From an optimization exercise on the open Yosys and OpenROAD flow, aimed at small area and a short achievable clock period; shortcuts taken in it are not production practice. Function was checked by simulation only, so behaviour that the tests miss may differ from the original.

==> flow/design.v <==
module gx_codec_lane (
    input  wire        clk,
    input  wire        in_op,
    input  wire [30:0] in_word,
    input  wire [15:0] in_row,
    output reg  [2:0]  out_status,
    output reg  [19:0] out_data,
    output reg  [10:0] out_syn,
    output reg  [10:0] out_wk       
);
    function [4:0] gf_mul(input [4:0] a, input [4:0] b);
        reg [4:0] t;
        integer   i;
        begin
            gf_mul = 5'd0;
            t = a;
            for (i = 0; i < 5; i = i + 1) begin
                if (b[i])
                    gf_mul = gf_mul ^ t;
                t = {t[3:0], 1'b0} ^ (t[4] ? 5'b00101 : 5'b00000);
            end
        end
    endfunction
    wire [4:0] u_row = {^(in_row & 16'h8000), ^(in_row & 16'h7f80), ^(in_row & 16'h7878), ^(in_row & 16'h6666), ^(in_row & 16'h5555)};
    reg        s1_op;
    reg [30:0] s1_word;
    reg [4:0]  s1_u;
    always @(posedge clk) begin
        s1_op   <= in_op;
        s1_word <= {in_word[30], in_op ? in_word[29:10] : in_word[19:0], in_word[9:0]};
        s1_u    <= u_row;
    end
    wire [19:0] d  = s1_word[29:10];
    wire [9:0]  kr = s1_word[9:0];
    wire [35:0] x  = {s1_word[30], s1_u, d, kr};
    wire [10:0] sy;                           
    wire ls_36 = x[15] ^ x[26];
    wire ls_37 = x[5] ^ x[8];
    wire ls_38 = x[9] ^ x[16];
    wire ls_39 = x[24] ^ ls_36;
    wire ls_40 = x[28] ^ ls_39;
    wire ls_41 = x[13] ^ x[14];
    wire ls_42 = x[17] ^ x[18];
    wire ls_43 = x[12] ^ ls_41;
    wire ls_44 = x[11] ^ x[23];
    wire ls_45 = x[6] ^ ls_38;
    wire ls_46 = x[19] ^ ls_37;
    wire ls_47 = x[25] ^ x[29];
    wire ls_48 = x[22] ^ ls_40;
    wire ls_49 = x[27] ^ ls_44;
    wire ls_50 = x[7] ^ ls_48;
    wire ls_51 = x[20] ^ ls_43;
    wire ls_52 = x[3] ^ ls_47;
    wire ls_53 = ls_42 ^ ls_49;
    wire ls_54 = x[21] ^ ls_45;
    wire ls_55 = x[2] ^ ls_46;
    wire ls_56 = x[10] ^ ls_50;
    wire ls_57 = x[1] ^ ls_52;
    wire ls_58 = x[4] ^ x[34];
    wire ls_59 = x[19] ^ ls_45;
    wire ls_60 = x[4] ^ ls_57;
    wire ls_61 = ls_51 ^ ls_55;
    wire ls_62 = ls_40 ^ ls_59;
    wire ls_63 = x[18] ^ x[33];
    wire ls_64 = x[10] ^ x[14];
    wire ls_65 = x[30] ^ x[32];
    wire ls_66 = ls_36 ^ ls_37;
    wire ls_67 = x[0] ^ ls_53;
    wire ls_68 = ls_46 ^ ls_65;
    wire ls_69 = x[23] ^ ls_52;
    wire ls_70 = x[27] ^ ls_54;
    wire ls_71 = ls_64 ^ ls_70;
    wire ls_72 = ls_69 ^ ls_70;
    wire ls_73 = ls_53 ^ ls_58;
    wire ls_74 = x[4] ^ x[21];
    wire ls_75 = x[5] ^ x[29];
    wire ls_76 = x[9] ^ ls_60;
    wire ls_77 = ls_62 ^ ls_75;
    wire ls_78 = x[24] ^ ls_51;
    wire ls_79 = ls_38 ^ ls_56;
    wire ls_80 = ls_53 ^ ls_62;
    wire ls_81 = ls_56 ^ ls_69;
    wire ls_82 = x[26] ^ ls_71;
    wire ls_83 = x[0] ^ x[31];
    wire ls_84 = x[28] ^ ls_73;
    wire ls_85 = x[8] ^ x[15];
    wire ls_86 = x[2] ^ ls_42;
    wire ls_87 = x[17] ^ ls_79;
    wire ls_88 = x[7] ^ x[32];
    wire ls_89 = ls_55 ^ ls_82;
    wire ls_90 = x[20] ^ ls_88;
    wire ls_91 = ls_56 ^ ls_61;
    wire ls_92 = ls_54 ^ ls_91;
    wire ls_93 = x[13] ^ x[33];
    wire ls_94 = x[12] ^ ls_80;
    wire ls_95 = x[3] ^ ls_58;
    wire ls_96 = x[16] ^ ls_47;
    wire ls_97 = ls_60 ^ ls_92;
    wire ls_98 = ls_66 ^ ls_93;
    wire ls_99 = ls_66 ^ ls_67;
    wire ls_100 = ls_44 ^ ls_50;
    wire ls_101 = x[31] ^ ls_81;
    wire ls_102 = x[33] ^ ls_68;
    wire ls_103 = ls_41 ^ ls_74;
    wire ls_104 = ls_63 ^ ls_83;
    wire ls_105 = ls_63 ^ ls_89;
    wire ls_106 = ls_64 ^ ls_99;
    wire ls_107 = ls_68 ^ ls_84;
    wire ls_108 = ls_87 ^ ls_103;
    wire ls_109 = x[35] ^ ls_67;
    wire ls_110 = x[15] ^ ls_107;
    wire ls_111 = ls_51 ^ ls_104;
    wire ls_112 = ls_97 ^ ls_109;
    wire ls_113 = x[25] ^ ls_43;
    wire ls_114 = ls_72 ^ ls_85;
    wire ls_115 = ls_77 ^ ls_111;
    wire ls_116 = ls_96 ^ ls_106;
    wire ls_117 = ls_61 ^ ls_100;
    wire ls_118 = ls_76 ^ ls_90;
    wire ls_119 = x[16] ^ ls_101;
    wire ls_120 = x[25] ^ ls_108;
    wire ls_121 = ls_98 ^ ls_118;
    wire ls_122 = ls_110 ^ ls_113;
    wire ls_123 = ls_86 ^ ls_121;
    wire ls_124 = x[22] ^ ls_116;
    wire ls_125 = x[1] ^ ls_94;
    wire ls_126 = ls_78 ^ ls_114;
    wire ls_127 = ls_102 ^ ls_119;
    wire ls_128 = ls_95 ^ ls_105;
    assign sy = {ls_112, ls_127, ls_123, ls_122, ls_128, ls_115, ls_120, ls_126, ls_117, ls_125, ls_124};
    wire [4:0]  s1 = sy[4:0];
    wire [4:0]  s3 = sy[9:5];
    wire        s0 = sy[10];
    wire [10:0] rp;                           
    wire lr_10 = sy[0] ^ sy[5];
    wire lr_11 = sy[3] ^ lr_10;
    wire lr_12 = sy[7] ^ sy[9];
    wire lr_13 = sy[1] ^ sy[4];
    wire lr_14 = sy[8] ^ lr_13;
    wire lr_15 = sy[2] ^ sy[6];
    wire lr_16 = sy[6] ^ lr_14;
    wire lr_17 = sy[2] ^ sy[9];
    wire lr_18 = lr_12 ^ lr_15;
    wire lr_19 = sy[4] ^ lr_11;
    wire lr_20 = lr_14 ^ lr_17;
    wire lr_21 = sy[3] ^ sy[7];
    wire lr_22 = sy[2] ^ lr_21;
    wire lr_23 = sy[0] ^ lr_16;
    wire lr_24 = lr_10 ^ lr_18;
    wire lr_25 = lr_11 ^ lr_16;
    wire lr_26 = lr_10 ^ lr_20;
    wire lr_27 = sy[7] ^ lr_23;
    wire lr_28 = lr_12 ^ lr_25;
    wire lr_29 = sy[1] ^ lr_22;
    wire lr_30 = lr_11 ^ lr_17;
    wire lr_31 = sy[5] ^ lr_29;
    wire lr_32 = sy[1] ^ lr_18;
    wire lr_33 = lr_15 ^ lr_19;
    wire lr_34 = lr_12 ^ lr_19;
    assign rp = {lr_31, lr_34, lr_24, lr_28, lr_33, lr_26, lr_16, lr_11, lr_30, lr_32, lr_27};
    wire [9:0]  r  = rp[9:0];
    wire        rpar = rp[10];
    reg [4:0] inv3, tab30;
    always @* begin
        case (s1)
            5'd0: begin inv3 = 5'd0; tab30 = 5'd0; end
            5'd1: begin inv3 = 5'd1; tab30 = 5'd27; end
            5'd2: begin inv3 = 5'd22; tab30 = 5'd2; end
            5'd3: begin inv3 = 5'd13; tab30 = 5'd16; end
            5'd4: begin inv3 = 5'd25; tab30 = 5'd15; end
            5'd5: begin inv3 = 5'd27; tab30 = 5'd31; end
            5'd6: begin inv3 = 5'd5; tab30 = 5'd18; end
            5'd7: begin inv3 = 5'd9; tab30 = 5'd18; end
            5'd8: begin inv3 = 5'd21; tab30 = 5'd4; end
            5'd9: begin inv3 = 5'd10; tab30 = 5'd6; end
            5'd10: begin inv3 = 5'd28; tab30 = 5'd13; end
            5'd11: begin inv3 = 5'd14; tab30 = 5'd2; end
            5'd12: begin inv3 = 5'd4; tab30 = 5'd29; end
            5'd13: begin inv3 = 5'd20; tab30 = 5'd9; end
            5'd14: begin inv3 = 5'd23; tab30 = 5'd6; end
            5'd15: begin inv3 = 5'd30; tab30 = 5'd9; end
            5'd16: begin inv3 = 5'd6; tab30 = 5'd15; end
            5'd17: begin inv3 = 5'd2; tab30 = 5'd22; end
            5'd18: begin inv3 = 5'd8; tab30 = 5'd0; end
            5'd19: begin inv3 = 5'd7; tab30 = 5'd11; end
            5'd20: begin inv3 = 5'd17; tab30 = 5'd16; end
            5'd21: begin inv3 = 5'd11; tab30 = 5'd22; end
            5'd22: begin inv3 = 5'd26; tab30 = 5'd20; end
            5'd23: begin inv3 = 5'd31; tab30 = 5'd29; end
            5'd24: begin inv3 = 5'd18; tab30 = 5'd25; end
            5'd25: begin inv3 = 5'd3; tab30 = 5'd20; end
            5'd26: begin inv3 = 5'd16; tab30 = 5'd31; end
            5'd27: begin inv3 = 5'd29; tab30 = 5'd11; end
            5'd28: begin inv3 = 5'd15; tab30 = 5'd27; end
            5'd29: begin inv3 = 5'd12; tab30 = 5'd25; end
            5'd30: begin inv3 = 5'd24; tab30 = 5'd4; end
            5'd31: begin inv3 = 5'd19; tab30 = 5'd13; end
            default: begin inv3 = 5'd0; tab30 = 5'd0; end
        endcase
    end
    wire [4:0]  q   = gf_mul(s3, inv3);
    wire [4:0]  t   = q ^ 5'd1;
    wire        trt = ^(t & 5'h09);
    wire [24:0] pp;                           
    genvar ga, gb;
    generate
        for (ga = 0; ga < 5; ga = ga + 1) begin : g_pa
            for (gb = 0; gb < 5; gb = gb + 1) begin : g_pb
                assign pp[5*ga + gb] = s1[ga] & q[gb];
            end
        end
    endgenerate
    wire [4:0]  x1  = {^(pp & 25'h16e62c8), ^(pp & 25'h10b7316), ^(pp & 25'h0a85b98), ^(pp & 25'h18b2014), ^(pp & 25'h1cc5900)};    
    wire [4:0]  x2  = x1 ^ s1;
    wire z1   = (s1 == 5'd0);
    wire s3z  = (s3 == 5'd0);
    wire eq   = (q == 5'd1);                  
    wire h30  = (tab30 == t);                 
    wire corr = s1_op & ~z1 & ~trt & ~h30 & (eq | ~s0);
    wire good = z1 & s3z;                     
    wire [3:0]  lo1 = 4'd1 << x1[1:0];
    wire [3:0]  lo2 = 4'd1 << x2[1:0];
    wire [7:0]  hi1 = {8{corr}} & (8'd1 << x1[4:2]);
    wire [7:0]  hi2 = {8{corr}} & (8'd1 << x2[4:2]);
    wire [29:0] flip;
    assign flip[0] = (lo1[1] & hi1[0]) | (lo2[1] & hi2[0]);
    assign flip[1] = (lo1[2] & hi1[0]) | (lo2[2] & hi2[0]);
    assign flip[2] = (lo1[0] & hi1[1]) | (lo2[0] & hi2[1]);
    assign flip[3] = (lo1[0] & hi1[2]) | (lo2[0] & hi2[2]);
    assign flip[4] = (lo1[0] & hi1[4]) | (lo2[0] & hi2[4]);
    assign flip[5] = (lo1[1] & hi1[1]) | (lo2[1] & hi2[1]);
    assign flip[6] = (lo1[2] & hi1[2]) | (lo2[2] & hi2[2]);
    assign flip[7] = (lo1[0] & hi1[5]) | (lo2[0] & hi2[5]);
    assign flip[8] = (lo1[1] & hi1[3]) | (lo2[1] & hi2[3]);
    assign flip[9] = (lo1[2] & hi1[6]) | (lo2[2] & hi2[6]);
    assign flip[10] = (lo1[1] & hi1[4]) | (lo2[1] & hi2[4]);
    assign flip[11] = (lo1[3] & hi1[1]) | (lo2[3] & hi2[1]);
    assign flip[12] = (lo1[2] & hi1[3]) | (lo2[2] & hi2[3]);
    assign flip[13] = (lo1[0] & hi1[7]) | (lo2[0] & hi2[7]);
    assign flip[14] = (lo1[1] & hi1[7]) | (lo2[1] & hi2[7]);
    assign flip[15] = (lo1[3] & hi1[7]) | (lo2[3] & hi2[7]);
    assign flip[16] = (lo1[3] & hi1[6]) | (lo2[3] & hi2[6]);
    assign flip[17] = (lo1[3] & hi1[4]) | (lo2[3] & hi2[4]);
    assign flip[18] = (lo1[3] & hi1[0]) | (lo2[3] & hi2[0]);
    assign flip[19] = (lo1[2] & hi1[1]) | (lo2[2] & hi2[1]);
    assign flip[20] = (lo1[0] & hi1[3]) | (lo2[0] & hi2[3]);
    assign flip[21] = (lo1[0] & hi1[6]) | (lo2[0] & hi2[6]);
    assign flip[22] = (lo1[1] & hi1[5]) | (lo2[1] & hi2[5]);
    assign flip[23] = (lo1[3] & hi1[3]) | (lo2[3] & hi2[3]);
    assign flip[24] = (lo1[2] & hi1[7]) | (lo2[2] & hi2[7]);
    assign flip[25] = (lo1[1] & hi1[6]) | (lo2[1] & hi2[6]);
    assign flip[26] = (lo1[3] & hi1[5]) | (lo2[3] & hi2[5]);
    assign flip[27] = (lo1[3] & hi1[2]) | (lo2[3] & hi2[2]);
    assign flip[28] = (lo1[2] & hi1[5]) | (lo2[2] & hi2[5]);
    assign flip[29] = (lo1[1] & hi1[2]) | (lo2[1] & hi2[2]);
    reg [2:0] status;
    always @* begin
        if (corr)
            status = (eq & s0) ? 3'd1 : 3'd2;
        else if (good)
            status = s0 ? 3'd1 : 3'd0;
        else if (z1 & s0 & (s3 == 5'b00100))
            status = 3'd4;
        else
            status = 3'd3;
    end
    wire       sel    = ~s1_op | (~corr & ~good);
    wire [9:0] kbase  = kr ^ ({10{sel}} & (r ^ (10'h383 & {10{s1_op}})));
    wire       p_out  = s1_word[30] ^ s0 ^ (corr ? eq : (sel & rpar));
    always @(posedge clk) begin
        out_status <= status;
        out_data   <= d ^ flip[29:10];
        out_syn    <= {s0, s1, s3};
        out_wk     <= {p_out, kbase ^ flip[9:0]};
    end
endmodule
module gx_word_codec #(
    parameter LANES = 4
) (
    input  wire                 clk,
    input  wire                 rst,           
    input  wire                 in_valid,
    input  wire [LANES-1:0]     in_op,         
    input  wire [31*LANES-1:0]  in_word,
    input  wire [16*LANES-1:0]  in_row,
    output reg                  out_valid,
    output wire [3*LANES-1:0]   out_status,
    output wire [20*LANES-1:0]  out_data,
    output wire [11*LANES-1:0]  out_syn,
    output wire [31*LANES-1:0]  out_word
);
    reg s1_valid;
    always @(posedge clk) begin
        if (rst) begin
            s1_valid  <= 1'b0;
            out_valid <= 1'b0;
        end else begin
            s1_valid  <= in_valid;
            out_valid <= s1_valid;
        end
    end
    genvar n;
    generate
        for (n = 0; n < LANES; n = n + 1) begin : g_lane
            wire [10:0] wk;
            gx_codec_lane u_lane (
                .clk        (clk),
                .in_op      (in_op[n]),
                .in_word    (in_word[31*n +: 31]),
                .in_row     (in_row[16*n +: 16]),
                .out_status (out_status[3*n +: 3]),
                .out_data   (out_data[20*n +: 20]),
                .out_syn    (out_syn[11*n +: 11]),
                .out_wk     (wk)
            );
            assign out_word[31*n +: 31] = {wk[10], out_data[20*n +: 20], wk[9:0]};
        end
    endgenerate
endmodule
==> flow/flow/run.sh <==
#!/bin/bash
# Layout: the standard flow (standard.sh) with two changes:
#  - the port buffers are sky130_fd_sc_hd__buf_1 cells (one per port, as
#    standard) rather than the delay buffer buffer_ports picks by default;
#  - timing repair aims for SETUP_MARGIN ns of setup slack, so that it also
#    works on the period the design achieves. The clock, the period and the
#    I/O constraints are the standard flow's, unchanged.
set -euo pipefail
cd "$(dirname "$0")/.."
SETUP_MARGIN=$(cat flow/setup_margin)
bash standard.sh synth > flow_synth.log 2>&1
bash standard.sh "BUFFER_PORTS_ARGS=-buffer_cell sky130_fd_sc_hd__buf_1" \
    "SETUP_SLACK_MARGIN=$SETUP_MARGIN" finish > flow_layout.log 2>&1
==> flow/flow/setup_margin <==
19.0
==> flow/standard.sh <==
#!/bin/bash
# synth_recipe.tcl (not shown) runs the flow's synth.tcl, then flattens the netlist and writes it again
# the make line also repeats each setting of config.mk as NAME=value (left out here)
make -C /OpenROAD-flow-scripts/flow DESIGN_CONFIG=/design/flow/config.mk WORK_HOME=/design/flow/orfs CLKGATE_MAP_FILE= SYNTH_SCRIPT=/design/flow/synth_recipe.tcl "${@:-finish}"
==> flow/config.mk <==
export PLATFORM = sky130hd
export DESIGN_NAME = gx_word_codec
export DESIGN_NICKNAME = gx_word_codec
export VERILOG_FILES = /design/flow/design.v
export SDC_FILE = /design/flow/constraint.sdc
export NUM_CORES = 4
export LEC_CHECK = 0
export CAP_MARGIN = 20
export CORE_MARGIN = 2
export CORE_UTILIZATION = 40
export SLEW_MARGIN = 20
==> flow/constraint.sdc <==
create_clock -name core_clock -period 26.0 [get_ports {clk}]
set_input_delay 5.2000 -clock core_clock [delete_from_list [all_inputs] [get_ports {clk}]]
set_output_delay 5.2000 -clock core_clock [all_outputs]
set_load 0.01 [all_outputs]
==> key figures, run 1 <==
Synth
  • Post-synth EDFFs: 0
  • Cell count after synthesis: 2688
  • Yosys reg bits: 330
  • Synthesized net count: 2915
  • Sequential fraction of the synthesis area: 0.264
  • YS warnings: 2
  • Avg Cell Area, Syn: 9.32 um^2
  • Ys async rst share: 0
  • Yosys cell types: 98
  • Synth Cell Area: 25100 um^2
  • Predominant post-synthesis flop cell: dfxtp_1

Floorplanning
  • Core Box Area: 61800 um^2
  • Ports: 456
  • Die width: 254 um
  • Initial Util: 0.405
  • Die span in y: 254 um
  • Die Area: 64700 um^2
  • Row count: 91

Critical path
  • Crit-path max FO: 20
  • CP endpoint kind: flop
  • CP Class: reg2reg
  • CP Launch Type: flop
  • Critical path required time: 26.44 ns
  • Arr. time, crit path: 7.13 ns

Clock tree
  • Clk latency of the worst-skew pair: 0.55 ns
  • Clk pin slew, worst setup/hold paths: 0.06 ns
  • Htree depth: 2
  • Clk buf depth: 3
  • Hold Buf Count CTS: 0
  • CTS tree: built
  • Root Driver: clkbuf_16
  • Inserted Clock Buffers: 38
  • CTS Sinks: 330

Drt
  • Post-route DRC: 0
  • Wirelength per Cell: 19.3 um
  • DRT Pass-1 Iters: 5
  • Final ANT Viol Nets: 0
  • Total wire length: 75300 um
  • Via Count: 20700
  • 1st-iter DRT viols: 1388
  • Via density: 5.28

Layout
  • Fin nets: 3276
  • Area Overhead vs Synth: 15.7%
  • Share of post-route cells with drive strength above 1: 0.120
  • Most common cell after layout, fill and taps aside: xnor2_1
  • Non-Filler Instances: 3912
  • Ant diodes: 0
  • Most frequent cells in the layout: xnor2_1 (557), buf_1 (452), dfxtp_1 (329), xor2_1 (206), nor2_1 (156)

Timing
  • Final Hold Viols: 0
  • Setup TNS Final: 0 ns
  • Relative slew slack: 0.294
  • Pins Over Slew Limit: 0
  • Achievable Freq: 149 MHz
  • Final setup fails: 0
  • Tightest Pin Transition: 1.06 ns
  • RSZ-0062 raised after global routing: true
  • Period utilisation layout: 0.257
  • Worst Clk Skew: 0.0106 ns
  • Tmin final: 6.69 ns

Placement
  • HPWL Detailed: 57400 um
  • Routability Congestion: 0.948
  • # port buffers: 455
  • Inst Count DP: 3810

GRT
  • GRT overflow: 0
  • Number of global-route vias before repair: 19300
  • Initial antenna violation count: 0
  • First-pass GRT wire length: 113000 um
  • All-Layer GR Usage: 0.221
  • Pin count of the biggest net entering global routing: 33

Run status
  • Status: finished clean

Run
  • Number of max-cap violations: 0

Hold path
  • Worst min path class: reg2reg
## layer usage
metal | up-vias | share of wire | track usage
met1 | 9910 | 0.45 | 0.312
met4 | 0 | 0.020 | 0.0543
li1 | 10000 | - | -
met2 | 636 | 0.47 | 0.360
met5 | - | 0 | 0
met3 | 102 | 0.052 | 0.0256
## worst paths after layout
| kind | end | slack (ns) | start | cells after the start |
|---|---|---|---|---|
| setup reg to reg | g_lane[0].u_lane.out_wk[3]$_DFF_P_ | 19.31 | g_lane[0].u_lane.s1_word[16]$_DFF_P_ | 21 |
| setup / recovery | g_lane[0].u_lane.out_wk[3]$_DFF_P_ | 19.31 | g_lane[0].u_lane.s1_word[16]$_DFF_P_ | 21 |
| hold / removal | out_valid$_SDFF_PP0_ | 0.46 | s1_valid$_SDFF_PP0_ | 1 |
| hold reg to reg | out_valid$_SDFF_PP0_ | 0.46 | s1_valid$_SDFF_PP0_ | 1 |
## registers in the layout, summed over array words and instances, names as in the netlist
name and flops:
g_lane.u_lane.s1_word 124, g_lane.u_lane.out_status 12, s1_valid 1, g_lane.u_lane.out_syn 44
g_lane.u_lane.s1_u 20, g_lane.u_lane.out_wk 44, g_lane.u_lane.s1_op 4, out_valid 1
g_lane.u_lane.out_data 80
## critical path, cell delays in order (launching register included)
cell      delay, ns
dfxtp_1        0.51
xnor3_1        0.42
xnor3_1        0.42
xnor2_2        0.26
xnor2_2        0.08
buf_4          0.24
inv_1          0.23
ha_1           0.23
nand2_1        0.13
nor4b_1        0.19
a311o_1        0.45
nor2_1         0.31
xnor3_4        0.69
and2_1         0.26
a21o_1         0.19
nand2_1        0.06
o221ai_1       0.16
a221oi_4       0.45
xnor3_2        0.52
nand2b_1       0.27
o22ai_1        0.29
xnor2_1        0.21
## cell usage after synthesis, drive strengths merged (7+ instances only)
cell     number  area, um^2
o21ai        85         429
nand3b        9        67.6
a211o         8        70.1
a21oi        88         440
a32oi        11        96.3
mux2i        39         403
xor2        224        2080
mux2         85         957
or3          14        87.6
dfxtp       330        6610
a211oi       25         198
buf         136         888
or2          12        75.1
nand3        76         395
xnor2       590        5320
and2         17         106
a31oi        18         113
nand2       133         499
xnor3        71        1610
o311ai       12         105
nor2        158         598
a221oi        9        97.6
clkbuf       70         265
o22ai        70         450
a22oi        13         103
nand2b       21         131
o31ai        10        80.1
nor2b        11        68.8
inv          55         206
a21boi       13        97.6
ha           32         400
o221ai        7        61.3
nor3         59         300
o32ai        58         508
a311oi        8        82.6
and3          7        43.8
a2111oi       7        87.6
o211ai       21         163
## stage by stage
step / hold slack [ns] / worst slack [ns] / util / instance area (um^2)
2_1_floorplan: 0.414 / 20.00 / - / 25100
3_3_place_gp: 0.418 / 18.31 / 0.436 / 27000
3_5_place_dp: 0.439 / 18.48 / 0.436 / 27000
4_1_cts: 0.462 / 19.00 / 0.459 / 28400
5_1_grt: 0.479 / 18.95 / 0.469 / 29000
6_report: 0.461 / 19.31 / 0.469 / 29000
## cell type report
class | count | area (um^2)
fillers | 6034 | 32800
multi-input cells | 2096 | 17500
flip-flops and latches | 330 | 6610
repair buffers | 521 | 2230
clock buffers | 53 | 1150
well taps | 837 | 1050
inverters | 59 | 267
clock inverters | 13 | 163
repair inverters | 3 | 15.0
## cells by family after synthesis
| logic type | after synthesis | synth area share |
|---|---|---|
| flops | 330 | 0.264 |
| buf+inv | 265 | 0.0549 |
| mux | 127 | 0.0570 |
| compound gates | 497 | 0.139 |
| xor+xnor | 891 | 0.365 |
| simple gates | 546 | 0.104 |
| fa+ha+maj | 32 | 0.0160 |
## repair_timing
action / in CTS / in global routing
endpoints found under the hold margin: 0 / 0
gates cloned: 2 / 4
setup endpoints to repair: 119 / 121
pin swaps: 1 / 9
buffers inserted: 2 / 28
resized for setup: 17 / 63
==> inputs of run 2 (changes only) <==
==> flow/flow/setup_margin (replaced) <==
19.2
--- a/flow/config.mk
+++ b/flow/config.mk
@@ -7,5 +7,6 @@
 export LEC_CHECK = 0
 export CAP_MARGIN = 20
 export CORE_MARGIN = 2
-export CORE_UTILIZATION = 40
+export CORE_UTILIZATION = 60
+export PLACE_DENSITY = 0.7
 export SLEW_MARGIN = 20
==> key figures, run 2 <==
Run status
  • Status: finished clean

Timing
  • Final Hold Viols: 0 (unchanged)
  • Tmin final: 6.58 ns (-0.115 ns)
  • Period utilisation layout: 0.253 (-0.00441)
  • Relative slew slack: 0.309 (+0.0158)
  • RSZ-0062 raised after global routing: true
  • Pins Over Slew Limit: 0 (unchanged)
  • Final setup fails: 0 (unchanged)
  • Setup TNS Final: 0 ns (unchanged)
  • Tightest Pin Transition: 1.03 ns (-0.0312 ns)
  • Worst Clk Skew: 0.0248 ns (+0.0143 ns)
  • Achievable Freq: 152 MHz (+1.7%)

Critical path
  • CP max stage delay: 0.64 ns (-0.05 ns)
  • CP Class: reg2reg
  • Worst R2R Path Depth: 22 (+4.8%)
  • CP endpoint kind: flop
  • Critical Path, Cell by Cell: xnor2_1 -> xnor2_1 -> xnor3_1 -> xor2_1 -> buf_4 -> clkinv_2 -> ha_1 -> mux4_2 -> mux2i_4 -> nor2_1 -> xnor3_1 -> xnor3_4 -> nor2_2 -> nor3_1 -> mux2i_2 -> and2_0 -> o221a_2 -> nand3_2 -> xnor2_4 -> buf_12 -> o32ai_1 -> xor2_1
  • Reg2Reg Setup Slack: 19.42 ns (+0.11 ns)
  • CP Launch Type: flop
  • Reg-to-reg endpoint: g_lane[3].u_lane.out_data[17]$_DFF_P_
  • Arr. time, crit path: 7.06 ns (-0.07 ns)
  • Crit Reg-Reg Startpoint: g_lane[3].u_lane.s1_word[27]$_DFF_P_
  • Critical path required time: 26.49 ns (+0.05 ns)
  • Crit path launch: g_lane[3].u_lane.s1_word[27]$_DFF_P_
  • Slowest cell on crit path: xnor3_4
  • Crit-path max FO: 18 (-10%)

Drt
  • Final ANT Viol Nets: 0 (unchanged)
  • DRT Pass-1 Iters: 5 (unchanged)
  • 1st-iter DRT viols: 1774 (+28%)
  • Via Count: 21500 (+4.2%)
  • Via density: 5.96 (+13%)
  • Total wire length: 75800 um (+0.63%)
  • Wirelength per Cell: 21.0 um (+9.0%)
  • Post-route DRC: 0 (unchanged)

Hold path
  • Min-delay src: s1_valid$_SDFF_PP0_
  • Worst min path class: reg2reg
  • Hold Path Sink: out_valid$_SDFF_PP0_
  • Hold Crit Depth: 1 (unchanged)

Floorplanning
  • Row count: 74 (-19%)
  • Die Area: 43400 um^2 (-33%)
  • Die span in y: 208 um (-18%)
  • Core Box Area: 41000 um^2 (-34%)
  • Die width: 208 um (-18%)
  • Initial Util: 0.611 (+0.206)
  • Ports: 456 (unchanged)

Run
  • Number of max-cap violations: 0 (unchanged)

GRT
  • First-pass GRT wire length: 115000 um (+2.1%)
  • All-Layer GR Usage: 0.333 (+0.112)
  • Number of global-route vias before repair: 20300 (+5.0%)
  • Initial antenna violation count: 0 (unchanged)
  • GRT overflow: 0 (unchanged)
  • Pin count of the biggest net entering global routing: 33 (unchanged)

Synth
  • Synthesized net count: 2915 (unchanged)
  • Commonest cells post-synth: xnor2_1 (574), dfxtp_1 (330), xor2_1 (211)
  • Top cells by area, synth: dfxtp_1 (26%), xnor2_1 (20%), xor2_1 (7.4%)
  • Sequential fraction of the synthesis area: 0.264 (unchanged)
  • Area leader, netlist: dfxtp_1
  • Yosys cell types: 98 (unchanged)
  • Cell count after synthesis: 2688 (unchanged)
  • YS warnings: 2 (unchanged)
  • Predominant post-synthesis flop cell: dfxtp_1
  • Yosys reg bits: 330 (unchanged)
  • Post-synth top area share: 0.264 (unchanged)
  • Most common cell in the synthesized netlist: xnor2_1
  • Avg Cell Area, Syn: 9.32 um^2 (unchanged)
  • Ys async rst share: 0 (unchanged)
  • Synth Cell Area: 25100 um^2 (unchanged)
  • Post-synth EDFFs: 0 (unchanged)

Placement
  • Routability Congestion: 0.948 (about the same)
  • HPWL Detailed: 57300 um (-0.20%)
  • # port buffers: 455 (unchanged)

Layout
  • Area Overhead vs Synth: 14.6%
  • Largest regs: g_lane.u_lane.s1_word x124, g_lane.u_lane.out_data x80
  • Ant diodes: 0 (unchanged)
  • Max reg flops: 124 (unchanged)
  • Most frequent cells in the layout: xnor2_1 (553), buf_1 (453), dfxtp_1 (327), xor2_1 (205), nor2_1 (154)
  • Most flop-heavy register: g_lane.u_lane.s1_word
  • Most common cell after layout, fill and taps aside: xnor2_1
  • Share of post-route cells with drive strength above 1: 0.129 (+0.00861)
  • Fin nets: 3281 (+0.15%)

Clock tree
  • Htree depth: 2 (unchanged)
  • Clk pin slew, worst setup/hold paths: 0.07 ns (about the same)
  • Clk buf depth: 3 (unchanged)
  • Root Driver: clkbuf_16
  • CTS tree: built
  • Inserted Clock Buffers: 36 (-5.3%)
  • CTS Sinks: 330 (unchanged)
  • Clk latency of the worst-skew pair: 0.55 ns (about the same)
## run 2: cell counts after synthesis
No cell type changed its count.
## run 2: metrics by stage
step | setup WS (ns) | std cells | hold WS, ns | utilization | cell area, um^2
floorplan | 20.00 | 2688 | 0.414 | - | 25100
global placement | 18.23 | 3496 | 0.420 | 0.646 | 26500
detailed placement | 18.21 | 3497 | 0.437 | 0.647 | 26500
CTS | 19.21 | 3571 | 0.452 | 0.683 | 28000
global route | 19.14 | 3611 | 0.459 | 0.700 | 28700
finish | 19.42 | 3611 | 0.451 | 0.700 | 28700
## run 2: worst max path at each step
stage          cells after the start  slack [ns]                               endpoint
2_1_floorplan                      2       20.00   g_lane[0].u_lane.s1_word[10]$_DFF_P_
3_3_place_gp                      20       18.23  g_lane[3].u_lane.out_data[17]$_DFF_P_
3_5_place_dp                      19       18.21   g_lane[3].u_lane.out_data[7]$_DFF_P_
4_1_cts                           21       19.21     g_lane[0].u_lane.out_wk[6]$_DFF_P_
5_1_grt                           21       19.14  g_lane[3].u_lane.out_data[15]$_DFF_P_
6_report                          22       19.42  g_lane[3].u_lane.out_data[17]$_DFF_P_
## run 2: cells by family (layout without fill, tap and decap cells)
logic type,after synthesis,after routing,synth area share
xor gates and xnor gates,891,894,0.365
and+or+nand+nor,546,546,0.104
AOI/OAI and AO/OA,497,497,0.139
DFF,330,330,0.264
buffers and inverters,265,653,0.0549
muxes,127,127,0.0570
adders and majority gates,32,32,0.0160
## run 2: final cells by class
| cell class | count | area, um^2 |
|---|---|---|
| Clock buffer | 47 | 1010 |
| Clock inverter | 16 | 229 |
| Fill cell | 3276 | 12300 |
| Inverter | 59 | 262 |
| Multi-Input combinational cell | 2096 | 17600 |
| Sequential cell | 330 | 6610 |
| Tap cell | 532 | 666 |
| Timing Repair Buffer | 527 | 2270 |
| Timing Repair inverter | 4 | 20.0 |
## run 2: worst max-delay path, delay by kind of cell, from the launching register on
kind            cells  cell delay [ns]
buf+inv             3             0.72
compound gates      2             0.59
flops               1             0.36
simple gates        5             0.93
mux                 3             1.03
fa+ha+maj           1             0.32
xor+xnor            8             2.53
## run 2: layer usage
layer  track usage  part of all wire
met4         0.123             0.037
met3        0.0435             0.075
met1         0.454              0.42
met5             0                 0
met2         0.541              0.47
## run 2: timing repair
action / 4_1_cts / 5_1_grt
hold buffers: 0 / 0
endpoints found under the setup margin: 121 / 121
gates cloned: 3 / 4
pin swaps: 3 / 14
buffers inserted: 8 / 36
gates resized for setup: 33 / 72
==> inputs of run 3 (changes only) <==
==> flow/flow/run.sh (replaced) <==
#!/bin/bash
# Layout: the standard flow (standard.sh) with these changes:
#  - the port buffers are sky130_fd_sc_hd__buf_1 cells (one per port, as
#    standard) rather than the delay buffer buffer_ports picks by default;
#  - timing repair aims for SETUP_MARGIN ns of setup slack, so that it also
#    works on the period the design achieves;
#  - clock tree synthesis takes the arguments in flow/cts_args.
# The clock, the period and the I/O constraints are the standard flow's, unchanged.
set -euo pipefail
cd "$(dirname "$0")/.."
SETUP_MARGIN=$(cat flow/setup_margin)
CTS_ARGS=$(cat flow/cts_args)
bash standard.sh synth > flow_synth.log 2>&1
bash standard.sh "BUFFER_PORTS_ARGS=-buffer_cell sky130_fd_sc_hd__buf_1" \
    "SETUP_SLACK_MARGIN=$SETUP_MARGIN" "CTS_ARGS=$CTS_ARGS" finish > flow_layout.log 2>&1
==> flow/flow/cts_args (new file) <==
-sink_clustering_enable -repair_clock_nets -dont_use_dummy_load -sink_clustering_size 24 -sink_clustering_max_diameter 120
==> flow/flow/setup_margin (replaced) <==
19.3
--- a/flow/config.mk
+++ b/flow/config.mk
@@ -7,6 +7,5 @@
 export LEC_CHECK = 0
 export CAP_MARGIN = 20
 export CORE_MARGIN = 2
-export CORE_UTILIZATION = 60
-export PLACE_DENSITY = 0.7
+export CORE_UTILIZATION = 40
 export SLEW_MARGIN = 20
==> key figures, run 3 <==
Run status
  • Status: finished clean

Critical path
  • Arr. time, crit path: 6.92 ns (-0.14 ns)
  • Crit Reg-Reg Startpoint: g_lane[1].u_lane.s1_word[16]$_DFF_P_
  • CP Launch Type: flop
  • Critical path required time: 26.45 ns (-0.04 ns)
  • Reg-to-reg endpoint: g_lane[1].u_lane.out_wk[4]$_DFF_P_
  • Crit-path max FO: 21 (+3)
  • CP Class: reg2reg
  • Reg2Reg Setup Slack: 19.53 ns (+0.11 ns)
  • Worst R2R Path Depth: 21 (-4.5%)
  • CP endpoint kind: flop

Synth
  • YS warnings: 2 (unchanged)
  • Most common cell in the synthesized netlist: xnor2_1
  • Sequential fraction of the synthesis area: 0.264 (unchanged)
  • Cell count after synthesis: 2688 (unchanged)
  • Post-synth top area share: 0.264 (unchanged)
  • Synth Cell Area: 25100 um^2 (unchanged)
  • Ys async rst share: 0 (unchanged)
  • Area leader, netlist: dfxtp_1
  • Top cells by area, synth: dfxtp_1 (26%), xnor2_1 (20%), xor2_1 (7.4%)
  • Yosys cell types: 98 (unchanged)
  • Synthesized net count: 2915 (unchanged)
  • Avg Cell Area, Syn: 9.32 um^2 (unchanged)
  • Post-synth EDFFs: 0 (unchanged)
  • Commonest cells post-synth: xnor2_1 (574), dfxtp_1 (330), xor2_1 (211)
  • Yosys reg bits: 330 (unchanged)
  • Predominant post-synthesis flop cell: dfxtp_1

Layout
  • Fillers: 6050 (+85%)
  • Fin nets: 3277 (-0.12%)
  • Layout Utilization: 0.465 (-0.235)
  • Non-Filler Instances: 3885 (+7.6%)
  • Area Overhead vs Synth: 14.6% (about the same)
  • Largest regs: g_lane.u_lane.s1_word x124, g_lane.u_lane.out_data x80
  • Most frequent cells in the layout: xnor2_1 (550), buf_1 (452), dfxtp_1 (322), xor2_1 (201), nor2_1 (153)
  • Multi-input gate area: 17900 um^2 (+1.5%)
  • Post-route design area: 28700 um^2 (about the same)
  • Max reg flops: 124 (unchanged)
  • Share of post-route cells with drive strength above 1: 0.133 (+0.00426)
  • Most flop-heavy register: g_lane.u_lane.s1_word
  • Most common cell after layout, fill and taps aside: xnor2_1
  • Reg area: 6620 um^2 (about the same)
  • Ant diodes: 0 (unchanged)

GRT
  • GRT overflow: 0 (unchanged)
  • Pin count of the biggest net entering global routing: 33 (unchanged)
  • All-Layer GR Usage: 0.219 (-0.114)
  • Initial antenna violation count: 0 (unchanged)
  • First-pass GRT wire length: 112000 um (-2.8%)
  • Number of global-route vias before repair: 19100 (-5.8%)

Timing
  • Setup ws final: 19.53 ns (+0.108 ns)
  • Period utilisation layout: 0.249 (-0.00416)
  • Worst Clk Skew: 0.0419 ns (+0.0171 ns)
  • WHS: 0.461 ns (+0.00978 ns)
  • Setup TNS Final: 0 ns (unchanged)
  • Tightest Pin Transition: 1.04 ns (+0.0122 ns)
  • Final Hold Viols: 0 (unchanged)
  • Achievable Freq: 155 MHz (+1.7%)
  • Pins Over Slew Limit: 0 (unchanged)
  • Tmin final: 6.47 ns (-0.108 ns)
  • Relative slew slack: 0.306 (-0.00323)
  • RSZ-0062 raised after global routing: false
  • Final setup fails: 0 (unchanged)

Clock tree
  • Root Driver: clkbuf_16
  • Clk pin slew, worst setup/hold paths: 0.09 ns (+0.02 ns)
  • Htree depth: 1 (-1)
  • Clk latency of the worst-skew pair: 0.53 ns (-0.02 ns)
  • Clk buf depth: 3 (unchanged)
  • CTS Sinks: 330 (unchanged)
  • Inserted Clock Buffers: 18 (-50%)
  • CTS tree: built

Drt
  • Post-route DRC: 0 (unchanged)
  • Total wire length: 75500 um (-0.44%)
  • Via density: 5.35 (-10%)
  • 1st-iter DRT viols: 1665 (-6.1%)
  • Via Count: 20800 (-3.5%)
  • Wirelength per Cell: 19.4 um (-7.5%)
  • DRT Pass-1 Iters: 7 (+2)
  • Final ANT Viol Nets: 0 (unchanged)

Placement
  • # port buffers: 455 (unchanged)
  • HPWL Detailed: 57400 um (+0.20%)
  • Routability Congestion: 0.948 (about the same)
  • Placement Setup Slack: 18.48 ns (+0.268 ns)
  • Inst Count DP: 3810 (+9.0%)
  • Placement Cell Area: 27000 um^2 (+1.7%)

Floorplanning
  • Core Box Area: 61800 um^2 (+51%)
  • Row count: 91 (+23%)
  • Ports: 456 (unchanged)
  • Die Area: 64700 um^2 (+49%)
  • Die width: 254 um (+22%)
  • Die span in y: 254 um (+22%)
  • Initial Util: 0.405 (-0.206)

Run
  • Number of max-cap violations: 0 (unchanged)

Hold path
  • Min-delay src: s1_valid$_SDFF_PP0_
  • Hold Path Sink: out_valid$_SDFF_PP0_
  • Hold Crit Depth: 1 (unchanged)
  • Worst min path class: reg2reg
[run 3: cell families after synthesis]
| family | synth area share |
|---|---|
| compound gates | 0.139 |
| xor+xnor | 0.365 |
| fa+ha+maj | 0.0160 |
| buf+inv | 0.0549 |
| flops | 0.264 |
| mux | 0.0570 |
| simple gates | 0.104 |
[run 3: how the worst max path moves through the flow]
stage | depth (start not counted) | from | slack (ns) | end
6_report | 21 | g_lane[1].u_lane.s1_word[16]$_DFF_P_ | 19.53 | g_lane[1].u_lane.out_wk[4]$_DFF_P_
5_1_grt | 18 | g_lane[1].u_lane.s1_word[26]$_DFF_P_ | 19.28 | g_lane[1].u_lane.out_wk[4]$_DFF_P_
4_1_cts | 21 | g_lane[0].u_lane.s1_word[16]$_DFF_P_ | 19.30 | g_lane[0].u_lane.out_wk[3]$_DFF_P_
3_5_place_dp | 20 | g_lane[3].u_lane.s1_word[18]$_DFF_P_ | 18.48 | g_lane[3].u_lane.out_data[17]$_DFF_P_
3_3_place_gp | 20 | g_lane[3].u_lane.s1_word[18]$_DFF_P_ | 18.31 | g_lane[3].u_lane.out_data[8]$_DFF_P_
2_1_floorplan | 2 | in_op[0] | 20.00 | g_lane[0].u_lane.s1_word[10]$_DFF_P_
[run 3: layout make-up]
class,instances,share of cell area
clock buffer,18,0.0157
inverter,59,0.00945
multi-input combinational,2097,0.624
sequential,330,0.230
tap,837,0.0365
timing repair buffer,542,0.0841
timing repair inverter,2,0.000349
[run 3: worst max-delay path, stage by stage (launching register included)]
cell and delay [ns]:
dfxtp_1 0.53, xnor3_1 0.46, xnor2_2 0.20, xnor3_1 0.33
buf_4 0.25, inv_4 0.18, ha_1 0.30, nand2_1 0.11
and2_1 0.17, mux4_2 0.56, inv_1 0.15, nand2_1 0.10
and4_1 0.26, or3_1 0.46, nand3_4 0.16, and2_1 0.28
o311ai_1 0.18, a311oi_4 0.42, xnor3_1 0.36, nand3_2 0.24
o32ai_1 0.49, xnor2_1 0.19
[run 3: what timing repair did]
| item | in CTS | in global routing |
|---|---|---|
| hold buffers | 0 | 0 |
| resized for setup | 41 | 118 |
| pin swaps | 6 | 22 |
| endpoints found under the setup margin | 121 | 121 |
| buffers inserted | 13 | 38 |
| gates cloned | 2 | 4 |
[run 3: routing by layer]
layer	GRT usage	up-vias	part of all wire
met4	0.0457	0	0.022
met5	0	-	0
met1	0.312	10100	0.46
met3	0.0191	86	0.044
met2	0.360	649	0.48
li1	-	9959	-
==> inputs of run 4 (changes only) <==
==> flow/flow/setup_margin (replaced) <==
19.5
==> key figures, run 4 <==
Run status
  • Status: finished clean

Clock tree
  • Hold Buf Count CTS: 0 (unchanged)
  • Inserted Clock Buffers: 18 (unchanged)
  • Clk buf depth: 3 (unchanged)
  • Clk pin slew, worst setup/hold paths: 0.09 ns (about the same)
  • Htree depth: 1 (unchanged)
  • CTS tree: built
  • Root Driver: clkbuf_16
  • CTS Sinks: 330 (unchanged)
  • Clk latency of the worst-skew pair: 0.53 ns (about the same)

Synth
  • Most common cell in the synthesized netlist: xnor2_1
  • Synthesized net count: 2915 (unchanged)
  • Yosys cell types: 98 (unchanged)
  • Sequential fraction of the synthesis area: 0.264 (unchanged)
  • Yosys reg bits: 330 (unchanged)
  • Avg Cell Area, Syn: 9.32 um^2 (unchanged)
  • Post-synth EDFFs: 0 (unchanged)
  • Post-synth top area share: 0.264 (unchanged)
  • Top cells by area, synth: dfxtp_1 (26%), xnor2_1 (20%), xor2_1 (7.4%)
  • Commonest cells post-synth: xnor2_1 (574), dfxtp_1 (330), xor2_1 (211)
  • Cell count after synthesis: 2688 (unchanged)
  • YS warnings: 2 (unchanged)
  • Area leader, netlist: dfxtp_1
  • Ys async rst share: 0 (unchanged)
  • Predominant post-synthesis flop cell: dfxtp_1
  • Synth Cell Area: 25100 um^2 (unchanged)

Timing
  • Final setup fails: 0 (unchanged)
  • Achievable Freq: 155 MHz (+0.46%)
  • Setup TNS Final: 0 ns (unchanged)
  • Worst Clk Skew: 0.0398 ns (-0.00211 ns)
  • WHS: 0.461 ns (+0.000503 ns)
  • RSZ-0062 raised after global routing: true
  • Final Hold Viols: 0 (unchanged)
  • Period utilisation layout: 0.248 (-0.00114)
  • Tightest Pin Transition: 1.05 ns (+0.00717 ns)
  • Pins Over Slew Limit: 0 (unchanged)
  • Relative slew slack: 0.301 (-0.00478)
  • Setup ws final: 19.56 ns (+0.0297 ns)
  • Tmin final: 6.44 ns (-0.0297 ns)

Layout
  • Non-Filler Instances: 3902 (+0.44%)
  • Post-route design area: 29400 um^2 (+2.3%)
  • Fillers: 5954 (-1.6%)
  • Most flop-heavy register: g_lane.u_lane.s1_word
  • Layout Utilization: 0.475 (+0.0106)
  • Most common cell after layout, fill and taps aside: xnor2_1
  • Ant diodes: 0 (unchanged)
  • Largest regs: g_lane.u_lane.s1_word x124, g_lane.u_lane.out_data x80
  • Area Overhead vs Synth: 17.2%
  • Max reg flops: 124 (unchanged)
  • Share of post-route cells with drive strength above 1: 0.161 (+0.0276)
  • Fin nets: 3294 (+0.52%)
  • Most frequent cells in the layout: xnor2_1 (532), buf_1 (452), dfxtp_1 (314), xor2_1 (199), nor2_1 (150)

GRT
  • Pin count of the biggest net entering global routing: 33 (unchanged)
  • GRT overflow: 0 (unchanged)
  • All-Layer GR Usage: 0.221 (+0.00231)
  • First-pass GRT wire length: 113000 um (+0.96%)
  • Number of global-route vias before repair: 19300 (+0.83%)
  • Initial antenna violation count: 0 (unchanged)

Floorplanning
  • Die Area: 64700 um^2 (unchanged)
  • Row count: 91 (unchanged)
  • Die span in y: 254 um (unchanged)
  • Die width: 254 um (unchanged)
  • Core Box Area: 61800 um^2 (unchanged)
  • Initial Util: 0.405 (unchanged)
  • Ports: 456 (unchanged)

Drt
  • Wirelength per Cell: 19.7 um (+1.2%)
  • Via density: 5.33 (-0.29%)
  • Total wire length: 76700 um (+1.7%)
  • DRT Pass-1 Iters: 6 (-1)
  • 1st-iter DRT viols: 1592 (-4.4%)
  • Post-route DRC: 0 (unchanged)
  • Final ANT Viol Nets: 0 (unchanged)
  • Via Count: 20800 (+0.15%)

Placement
  • Placement Cell Area: 27000 um^2 (unchanged)
  • Routability Congestion: 0.948 (unchanged)
  • Inst Count DP: 3810 (unchanged)
  • Placement Setup Slack: 18.48 ns (unchanged)
  • HPWL Detailed: 57400 um (unchanged)
  • # port buffers: 455 (unchanged)

Critical path
  • WP buf/inv: 1 (-2)
  • Critical Path, Cell by Cell: buf_1
  • Critical path required time: 20.80 ns (-5.65 ns)
  • Reg2Reg Setup Slack: 19.69 ns (+0.16 ns)
  • CP Class: reg2out
  • Crit-path max FO: 2 (-90%)
  • Arr. time, crit path: 1.24 ns (-5.68 ns)
  • CP max stage delay: 0.45 ns (-0.11 ns)
  • Slowest cell on crit path: dfxtp_1
  • Top delay family on crit path: flip-flops
  • CP endpoint kind: primary output
  • CP Launch Type: flop

Hold path
  • Worst min path class: reg2reg

Run
  • Number of max-cap violations: 0 (unchanged)
==> run 4: area by class of cell <==
class / count / area (um^2) / share of cell area
Clock buffer: 18 / 450 / 0.0153
Inverter: 59 / 283 / 0.00963
Multi-Input combinational cell: 2101 / 18400 / 0.627
Tap cell: 837 / 1050 / 0.0357
Timing Repair Buffer: 555 / 2520 / 0.0860
Timing Repair inverter: 2 / 12.5 / 0.000426
Sequential cell: 330 / 6630 / 0.226
==> run 4: kinds of logic after synthesis <==
kind of cell / Yosys count / synth area share
DFF: 330 / 0.264
buffers and inverters: 265 / 0.0549
muxes: 127 / 0.0570
and+or+nand+nor: 546 / 0.104
adders and majority gates: 32 / 0.0160
AOI/OAI and AO/OA: 497 / 0.139
xor gates and xnor gates: 891 / 0.365
==> run 4: per-layer routing <==
layer	up-vias	routed length, um	GRT usage
li1	10000	-	-
met1	10000	34700	0.316
met2	693	36700	0.363
met3	100	3610	0.0192
met4	0	1800	0.0479
met5	-	0	0
==> run 4: repair_timing <==
item	CTS	global route
setup buffers	27	37
resized for setup	78	167
pin swaps	13	34
cloned	5	5
endpoints found under the setup margin	123	122
==> run 4: final timing paths <==
check        cells past startpoint                                   end                             startpoint
max                              1                          out_word[84]  g_lane[2].u_lane.out_data[12]$_DFF_P_
min                              1                  out_valid$_SDFF_PP0_                    s1_valid$_SDFF_PP0_
max reg2reg                     21  g_lane[1].u_lane.out_data[2]$_DFF_P_    g_lane[1].u_lane.s1_word[9]$_DFF_P_
min reg2reg                      1                  out_valid$_SDFF_PP0_                    s1_valid$_SDFF_PP0_
==> inputs of run 5 (changes only) <==
==> flow/flow/cts_args (replaced) <==
-sink_clustering_enable -repair_clock_nets -dont_use_dummy_load -sink_clustering_size 32 -sink_clustering_max_diameter 150
==> flow/flow/setup_margin (replaced) <==
19.4
==> key figures, run 5 <==
Run status
  • Status: finished clean

GRT
  • Number of global-route vias before repair: 19100 (-0.76%)
  • Pin count of the biggest net entering global routing: 33 (unchanged)
  • First-pass GRT wire length: 112000 um (-0.92%)
  • GRT overflow: 0 (unchanged)
  • All-Layer GR Usage: 0.219 (-0.00238)
  • Initial antenna violation count: 0 (unchanged)

Floorplanning
  • Die width: 254 um (unchanged)
  • Die Area: 64700 um^2 (unchanged)
  • Row count: 91 (unchanged)
  • Core Box Area: 61800 um^2 (unchanged)
  • Die span in y: 254 um (unchanged)
  • Ports: 456 (unchanged)
  • Initial Util: 0.405 (unchanged)

Critical path
  • Critical path required time: 20.80 ns (about the same)
  • CP max stage delay: 0.51 ns (+0.06 ns)
  • Slowest cell on crit path: dfxtp_1
  • WP buf/inv: 1 (unchanged)
  • Arr. time, crit path: 1.25 ns (about the same)
  • CP endpoint kind: primary output
  • Top delay family on crit path: flip-flops
  • CP Launch Type: flop
  • Critical Path, Cell by Cell: buf_1
  • Crit-path max FO: 2 (unchanged)
  • CP Class: reg2out

Synth
  • Synth Cell Area: 25100 um^2 (unchanged)
  • Ys async rst share: 0 (unchanged)
  • Commonest cells post-synth: xnor2_1 (574), dfxtp_1 (330), xor2_1 (211)
  • Top cells by area, synth: dfxtp_1 (26%), xnor2_1 (20%), xor2_1 (7.4%)
  • Predominant post-synthesis flop cell: dfxtp_1
  • Yosys cell types: 98 (unchanged)
  • Sequential fraction of the synthesis area: 0.264 (unchanged)
  • Synthesized net count: 2915 (unchanged)
  • YS warnings: 2 (unchanged)
  • Avg Cell Area, Syn: 9.32 um^2 (unchanged)
  • Area leader, netlist: dfxtp_1
  • Post-synth EDFFs: 0 (unchanged)
  • Cell count after synthesis: 2688 (unchanged)
  • Most common cell in the synthesized netlist: xnor2_1
  • Post-synth top area share: 0.264 (unchanged)
  • Yosys reg bits: 330 (unchanged)

Timing
  • Final Hold Viols: 0 (unchanged)
  • Setup ws final: 19.55 ns (-0.0111 ns)
  • Tightest Pin Transition: 1.05 ns (+0.00626 ns)
  • RSZ-0062 raised after global routing: true
  • Setup TNS Final: 0 ns (unchanged)
  • Achievable Freq: 155 MHz (-0.17%)
  • Pins Over Slew Limit: 0 (unchanged)
  • Period utilisation layout: 0.248 (+0.000427)
  • Tmin final: 6.45 ns (+0.0111 ns)
  • Final setup fails: 0 (unchanged)
  • Worst Clk Skew: 0.0246 ns (-0.0152 ns)
  • Relative slew slack: 0.297 (-0.00417)

Clock tree
  • Clk buf depth: 3 (unchanged)
  • Root Driver: clkbuf_16
  • Inserted Clock Buffers: 14 (-4)
  • CTS tree: built
  • Clk latency of the worst-skew pair: 0.53 ns (about the same)
  • Clk pin slew, worst setup/hold paths: 0.12 ns (+0.03 ns)
  • Hold Buf Count CTS: 0 (unchanged)
  • CTS Sinks: 330 (unchanged)
  • Htree depth: 1 (unchanged)

Drt
  • 1st-iter DRT viols: 1498 (-5.9%)
  • Wirelength per Cell: 19.4 um (-1.5%)
  • Final ANT Viol Nets: 0 (unchanged)
  • Via density: 5.31 (-0.38%)
  • Post-route DRC: 0 (unchanged)
  • Total wire length: 75400 um (-1.7%)
  • Via Count: 20700 (-0.64%)
  • DRT Pass-1 Iters: 6 (unchanged)

Placement
  • HPWL Detailed: 57400 um (unchanged)
  • Routability Congestion: 0.948 (unchanged)
  • # port buffers: 455 (unchanged)
  • Placement Setup Slack: 18.48 ns (unchanged)

Layout
  • Ant diodes: 0 (unchanged)
  • Most frequent cells in the layout: xnor2_1 (543), buf_1 (452), dfxtp_1 (319), xor2_1 (201), nor2_1 (152)
  • Fillers: 6021 (+1.1%)
  • Most flop-heavy register: g_lane.u_lane.s1_word
  • Largest regs: g_lane.u_lane.s1_word x124, g_lane.u_lane.out_data x80
  • Fin nets: 3284 (-0.30%)
  • Most common cell after layout, fill and taps aside: xnor2_1
  • Area Overhead vs Synth: 15.1%
  • Share of post-route cells with drive strength above 1: 0.142 (-0.0188)
  • Max reg flops: 124 (unchanged)

Hold path
  • Worst min path class: reg2reg

Run
  • Number of max-cap violations: 0 (unchanged)
## run 5: logic make-up (layout without fill, tap and decap cells)
family	count (synthesis)	after routing	synth area share
simple gates	546	546	0.104
compound gates	497	497	0.139
mux	127	127	0.0570
flops	330	330	0.264
xor+xnor	891	895	0.365
buf+inv	265	628	0.0549
fa+ha+maj	32	32	0.0160
## run 5: timing repair
action / 4_1_cts / 5_1_grt
gates cloned: 3 / 3
buffers inserted: 19 / 43
resized for setup: 59 / 130
pin swaps: 8 / 27
setup endpoints to repair: 121 / 121
## run 5: per-stage QoR
stage	area (um^2)	hold slack [ns]	util	cells
3_3_place_gp	27000	0.418	0.436	3809
5_1_grt	28800	0.482	0.467	3892
3_5_place_dp	27000	0.439	0.436	3810
4_1_cts	27800	0.468	0.450	3846
2_1_floorplan	25100	0.414	-	2688
6_report	28800	0.467	0.467	3892
## run 5: worst paths after layout
path	from	slack [ns]	cells past startpoint	to
max	g_lane[3].u_lane.out_data[12]$_DFF_P_	19.55	1	out_word[115]
min	s1_valid$_SDFF_PP0_	0.47	1	out_valid$_SDFF_PP0_
max reg2reg	g_lane[2].u_lane.s1_word[15]$_DFF_P_	19.66	21	g_lane[2].u_lane.out_data[19]$_DFF_P_
min reg2reg	s1_valid$_SDFF_PP0_	0.47	1	out_valid$_SDFF_PP0_
## run 5: final cells by class
class	instances	area, um^2	area share
clock buffers	14	350	0.0121
inverters	59	277	0.00959
multi-input cells	2097	18000	0.625
flip-flops and latches	330	6620	0.229
well taps	837	1050	0.0363
repair buffers	553	2500	0.0867
repair inverters	2	12.5	0.000434
## run 5: routing by layer
layer / global-route usage / part of all wire / up-vias
li1: - / - / 9996
met1: 0.315 / 0.46 / 9957
met2: 0.358 / 0.47 / 631
met3: 0.0177 / 0.045 / 85
met4: 0.0452 / 0.021 / 0
met5: 0 / 0 / -
==> inputs of run 6 (changes only) <==
==> flow/flow/cts_args (replaced) <==
-sink_clustering_enable -repair_clock_nets -dont_use_dummy_load -sink_clustering_size 32 -sink_clustering_max_diameter 120
==> flow/flow/setup_margin (replaced) <==
19.45
==> key figures, run 6 <==
Critical path
  • Reg-to-reg endpoint: g_lane[2].u_lane.out_data[19]$_DFF_P_
  • CP Launch Type: flop
  • Arr. time, crit path: 1.25 ns (about the same)
  • CP max stage delay: 0.51 ns (about the same)
  • Worst R2R Path Depth: 21 (unchanged)
  • Crit Reg-Reg Startpoint: g_lane[2].u_lane.s1_word[15]$_DFF_P_
  • Crit-path max FO: 2 (unchanged)
  • Crit. path cell count: 1 (unchanged)
  • WP buf/inv: 1 (unchanged)
  • Critical path required time: 20.80 ns (about the same)
  • Reg2Reg Setup Slack: 19.65 ns (about the same)
  • CP Class: reg2out
  • CP endpoint kind: primary output
  • Slowest cell on crit path: dfxtp_1
  • Crit path launch: g_lane[3].u_lane.out_data[12]$_DFF_P_
  • Top delay family on crit path: flip-flops
  • Crit path to: out_word[115]
  • Critical Path, Cell by Cell: buf_1

Drt
  • 1st-iter DRT viols: 1576 (+5.2%)
  • Post-route DRC: 0 (unchanged)
  • DRT Pass-1 Iters: 5 (-1)
  • Final ANT Viol Nets: 0 (unchanged)
  • Via Count: 20700 (+0.097%)
  • Via density: 5.31 (about the same)
  • Total wire length: 75800 um (+0.49%)
  • Wirelength per Cell: 19.5 um (+0.44%)

Clock tree
  • Clk pin slew, worst setup/hold paths: 0.12 ns (about the same)
  • CTS Sinks: 330 (unchanged)
  • Clk latency of the worst-skew pair: 0.54 ns (about the same)
  • Inserted Clock Buffers: 15 (+1)
  • Clk buf depth: 3 (unchanged)
  • CTS tree: built
  • Root Driver: clkbuf_16
  • Htree depth: 1 (unchanged)
  • Hold Buf Count CTS: 0 (unchanged)

Synth
  • Sequential fraction of the synthesis area: 0.264 (unchanged)
  • YS warnings: 2 (unchanged)
  • Avg Cell Area, Syn: 9.32 um^2 (unchanged)
  • Yosys reg bits: 330 (unchanged)
  • Top cells by area, synth: dfxtp_1 (26%), xnor2_1 (20%), xor2_1 (7.4%)
  • Yosys cell types: 98 (unchanged)
  • Commonest cells post-synth: xnor2_1 (574), dfxtp_1 (330), xor2_1 (211)
  • Post-synth EDFFs: 0 (unchanged)
  • Post-synth top area share: 0.264 (unchanged)
  • Cell count after synthesis: 2688 (unchanged)
  • Ys async rst share: 0 (unchanged)
  • Synthesized net count: 2915 (unchanged)
  • Predominant post-synthesis flop cell: dfxtp_1
  • Area leader, netlist: dfxtp_1
  • Synth Cell Area: 25100 um^2 (unchanged)
  • Most common cell in the synthesized netlist: xnor2_1

Floorplanning
  • Initial Util: 0.405 (unchanged)
  • Die width: 254 um (unchanged)
  • Core Box Area: 61800 um^2 (unchanged)
  • Die span in y: 254 um (unchanged)
  • Die Area: 64700 um^2 (unchanged)
  • Row count: 91 (unchanged)
  • Ports: 456 (unchanged)

Layout
  • Share of post-route cells with drive strength above 1: 0.151 (+0.00939)
  • Fin nets: 3286 (+0.061%)
  • Max reg flops: 124 (unchanged)
  • Fillers: 5984 (-0.61%)
  • Area Overhead vs Synth: 16.1%
  • Most frequent cells in the layout: xnor2_1 (537), buf_1 (453), dfxtp_1 (316), xor2_1 (197), nor2_1 (150)
  • Largest regs: g_lane.u_lane.s1_word x124, g_lane.u_lane.out_data x80
  • Most flop-heavy register: g_lane.u_lane.s1_word
  • Most common cell after layout, fill and taps aside: xnor2_1
  • Post-route design area: 29100 um^2 (+0.83%)
  • Reg area: 6620 um^2 (about the same)
  • Multi-input gate area: 18200 um^2 (+1.1%)
  • Ant diodes: 0 (unchanged)

GRT
  • All-Layer GR Usage: 0.219 (+0.000324)
  • Pin count of the biggest net entering global routing: 33 (unchanged)
  • Number of global-route vias before repair: 19200 (+0.19%)
  • GR peak layer: met2
  • Met1 usage: 0.314 (-0.00104)
  • GRT overflow: 0 (unchanged)
  • First-pass GRT wire length: 112000 um (about the same)
  • M2 GR Usage: 0.359 (about the same)
  • Initial antenna violation count: 0 (unchanged)
  • GR met3 Demand/Resource: 0.0202 (+0.00255)

Timing
  • Relative slew slack: 0.301 (+0.00338)
  • Period utilisation layout: 0.248 (about the same)
  • Worst Clk Skew: 0.0422 ns (+0.0177 ns)
  • Pins Over Slew Limit: 0 (unchanged)
  • RSZ-0062 raised after global routing: true
  • Achievable Freq: 155 MHz (about the same)
  • Tightest Pin Transition: 1.05 ns (-0.00506 ns)
  • Tmin final: 6.45 ns (+0.00310 ns)
  • Setup TNS Final: 0 ns (unchanged)
  • WHS: 0.491 ns (+0.0240 ns)
  • Final Hold Viols: 0 (unchanged)
  • Final setup fails: 0 (unchanged)

Run status
  • Status: finished clean

Run
  • Number of max-cap violations: 0 (unchanged)

Hold path
  • Worst min path class: reg2reg

Placement
  • Routability Congestion: 0.948 (unchanged)
  • # port buffers: 455 (unchanged)
  • HPWL Detailed: 57400 um (unchanged)
  • Placement Cell Area: 27000 um^2 (unchanged)
-- run 6: cell counts after synthesis --
No cell type changed its count.
-- run 6: cells by family after synthesis --
logic type               count (synthesis)  share of synthesized area
XOR/XNOR                               891                      0.365
AO/OA/AOI/OAI                          497                      0.139
flip-flops                             330                      0.264
multiplexers                           127                     0.0570
AND/OR/NAND/NOR                        546                      0.104
adder cells (fa/ha/maj)                 32                     0.0160
buffers and inverters                  265                     0.0549
-- run 6: layer usage --
metal,vias up,part of all wire
li1,9993,-
met1,9972,0.46
met2,637,0.48
met3,87,0.046
met4,0,0.022
met5,-,0
-- run 6: final cells by class --
class	count	area share
tap	837	0.0360
timing repair buffer	552	0.0862
clock buffer	15	0.0129
inverter	59	0.00972
timing repair inverter	2	0.000430
multi-input combinational	2099	0.627
sequential	330	0.228
-- run 6: how the worst min path moves through the flow --
stage	endpoint	slack, ns	from	depth (start not counted)
final	out_valid$_SDFF_PP0_	0.49	s1_valid$_SDFF_PP0_	1
after detailed placement	out_valid$_SDFF_PP0_	0.44	s1_valid$_SDFF_PP0_	1
after global placement	out_valid$_SDFF_PP0_	0.42	s1_valid$_SDFF_PP0_	1
after global routing	out_valid$_SDFF_PP0_	0.51	s1_valid$_SDFF_PP0_	1
after floorplan	out_valid$_SDFF_PP0_	0.41	s1_valid$_SDFF_PP0_	1
after CTS	out_valid$_SDFF_PP0_	0.48	s1_valid$_SDFF_PP0_	1
-- run 6: stage by stage --
step	utilization	worst slack, ns	cells
2_1_floorplan	-	20.00	2688
3_3_place_gp	0.436	18.31	3809
3_5_place_dp	0.436	18.48	3810
4_1_cts	0.451	19.45	3852
5_1_grt	0.470	19.39	3894
6_report	0.470	19.55	3894
-- run 6: timing repair --
item / 4_1_cts / 5_1_grt
gates cloned: 4 / 4
gates resized for setup: 69 / 151
setup buffers: 23 / 37
endpoints found under the setup margin: 121 / 121
pin swaps: 9 / 28

[port drivers added, routing unchanged]
No port has a modelled driver above. Below, the same layouts with a new extraction and two added sets of constraints.
Step 1 sets driving cells, clkbuf_16 on the clock port and buf_2 on the other inputs (assumed; they add their load-dependent delay and slew).
Step 2 times the ports against the registers' clock, not the clock port: input delays grow and output delays shrink by t, the midpoint of the rising clock arrivals with the driver on.
a / b / c = ideal ports / drivers / drivers and shift; a / b = the first two.
| run | t, ns | slack for setup (ns) | hold WS [ns] | worst setup path after step 2 | worst data-port slew with drivers (ns) |
|---|---|---|---|---|---|
| run 1 | 0.603 | 19.307 / 19.307 / 19.307 | 0.461 / 0.461 / 0.461 | register to register | 0.07 |
| run 2 | 0.597 | 19.422 / 19.422 / 19.248 | 0.451 / 0.451 / 0.451 | input to register | 0.06 |
| run 3 | 0.585 | 19.530 / 19.496 / 19.465 | 0.461 / 0.461 / 0.461 | input to register | 0.06 |
| run 4 | 0.581 | 19.560 / 19.504 / 19.457 | 0.461 / 0.461 / 0.461 | input to register | 0.07 |
| run 5 | 0.575 | 19.548 / 19.492 / 19.448 | 0.467 / 0.467 / 0.467 | input to register | 0.07 |
| run 6 | 0.578 | 19.545 / 19.485 / 19.466 | 0.491 / 0.491 / 0.491 | input to register | 0.06 |
After both steps every run listed still meets setup and hold. The setup slack of run 2, which loses most, moves by 0.000 ns with the drivers and by -0.174 ns with both steps.
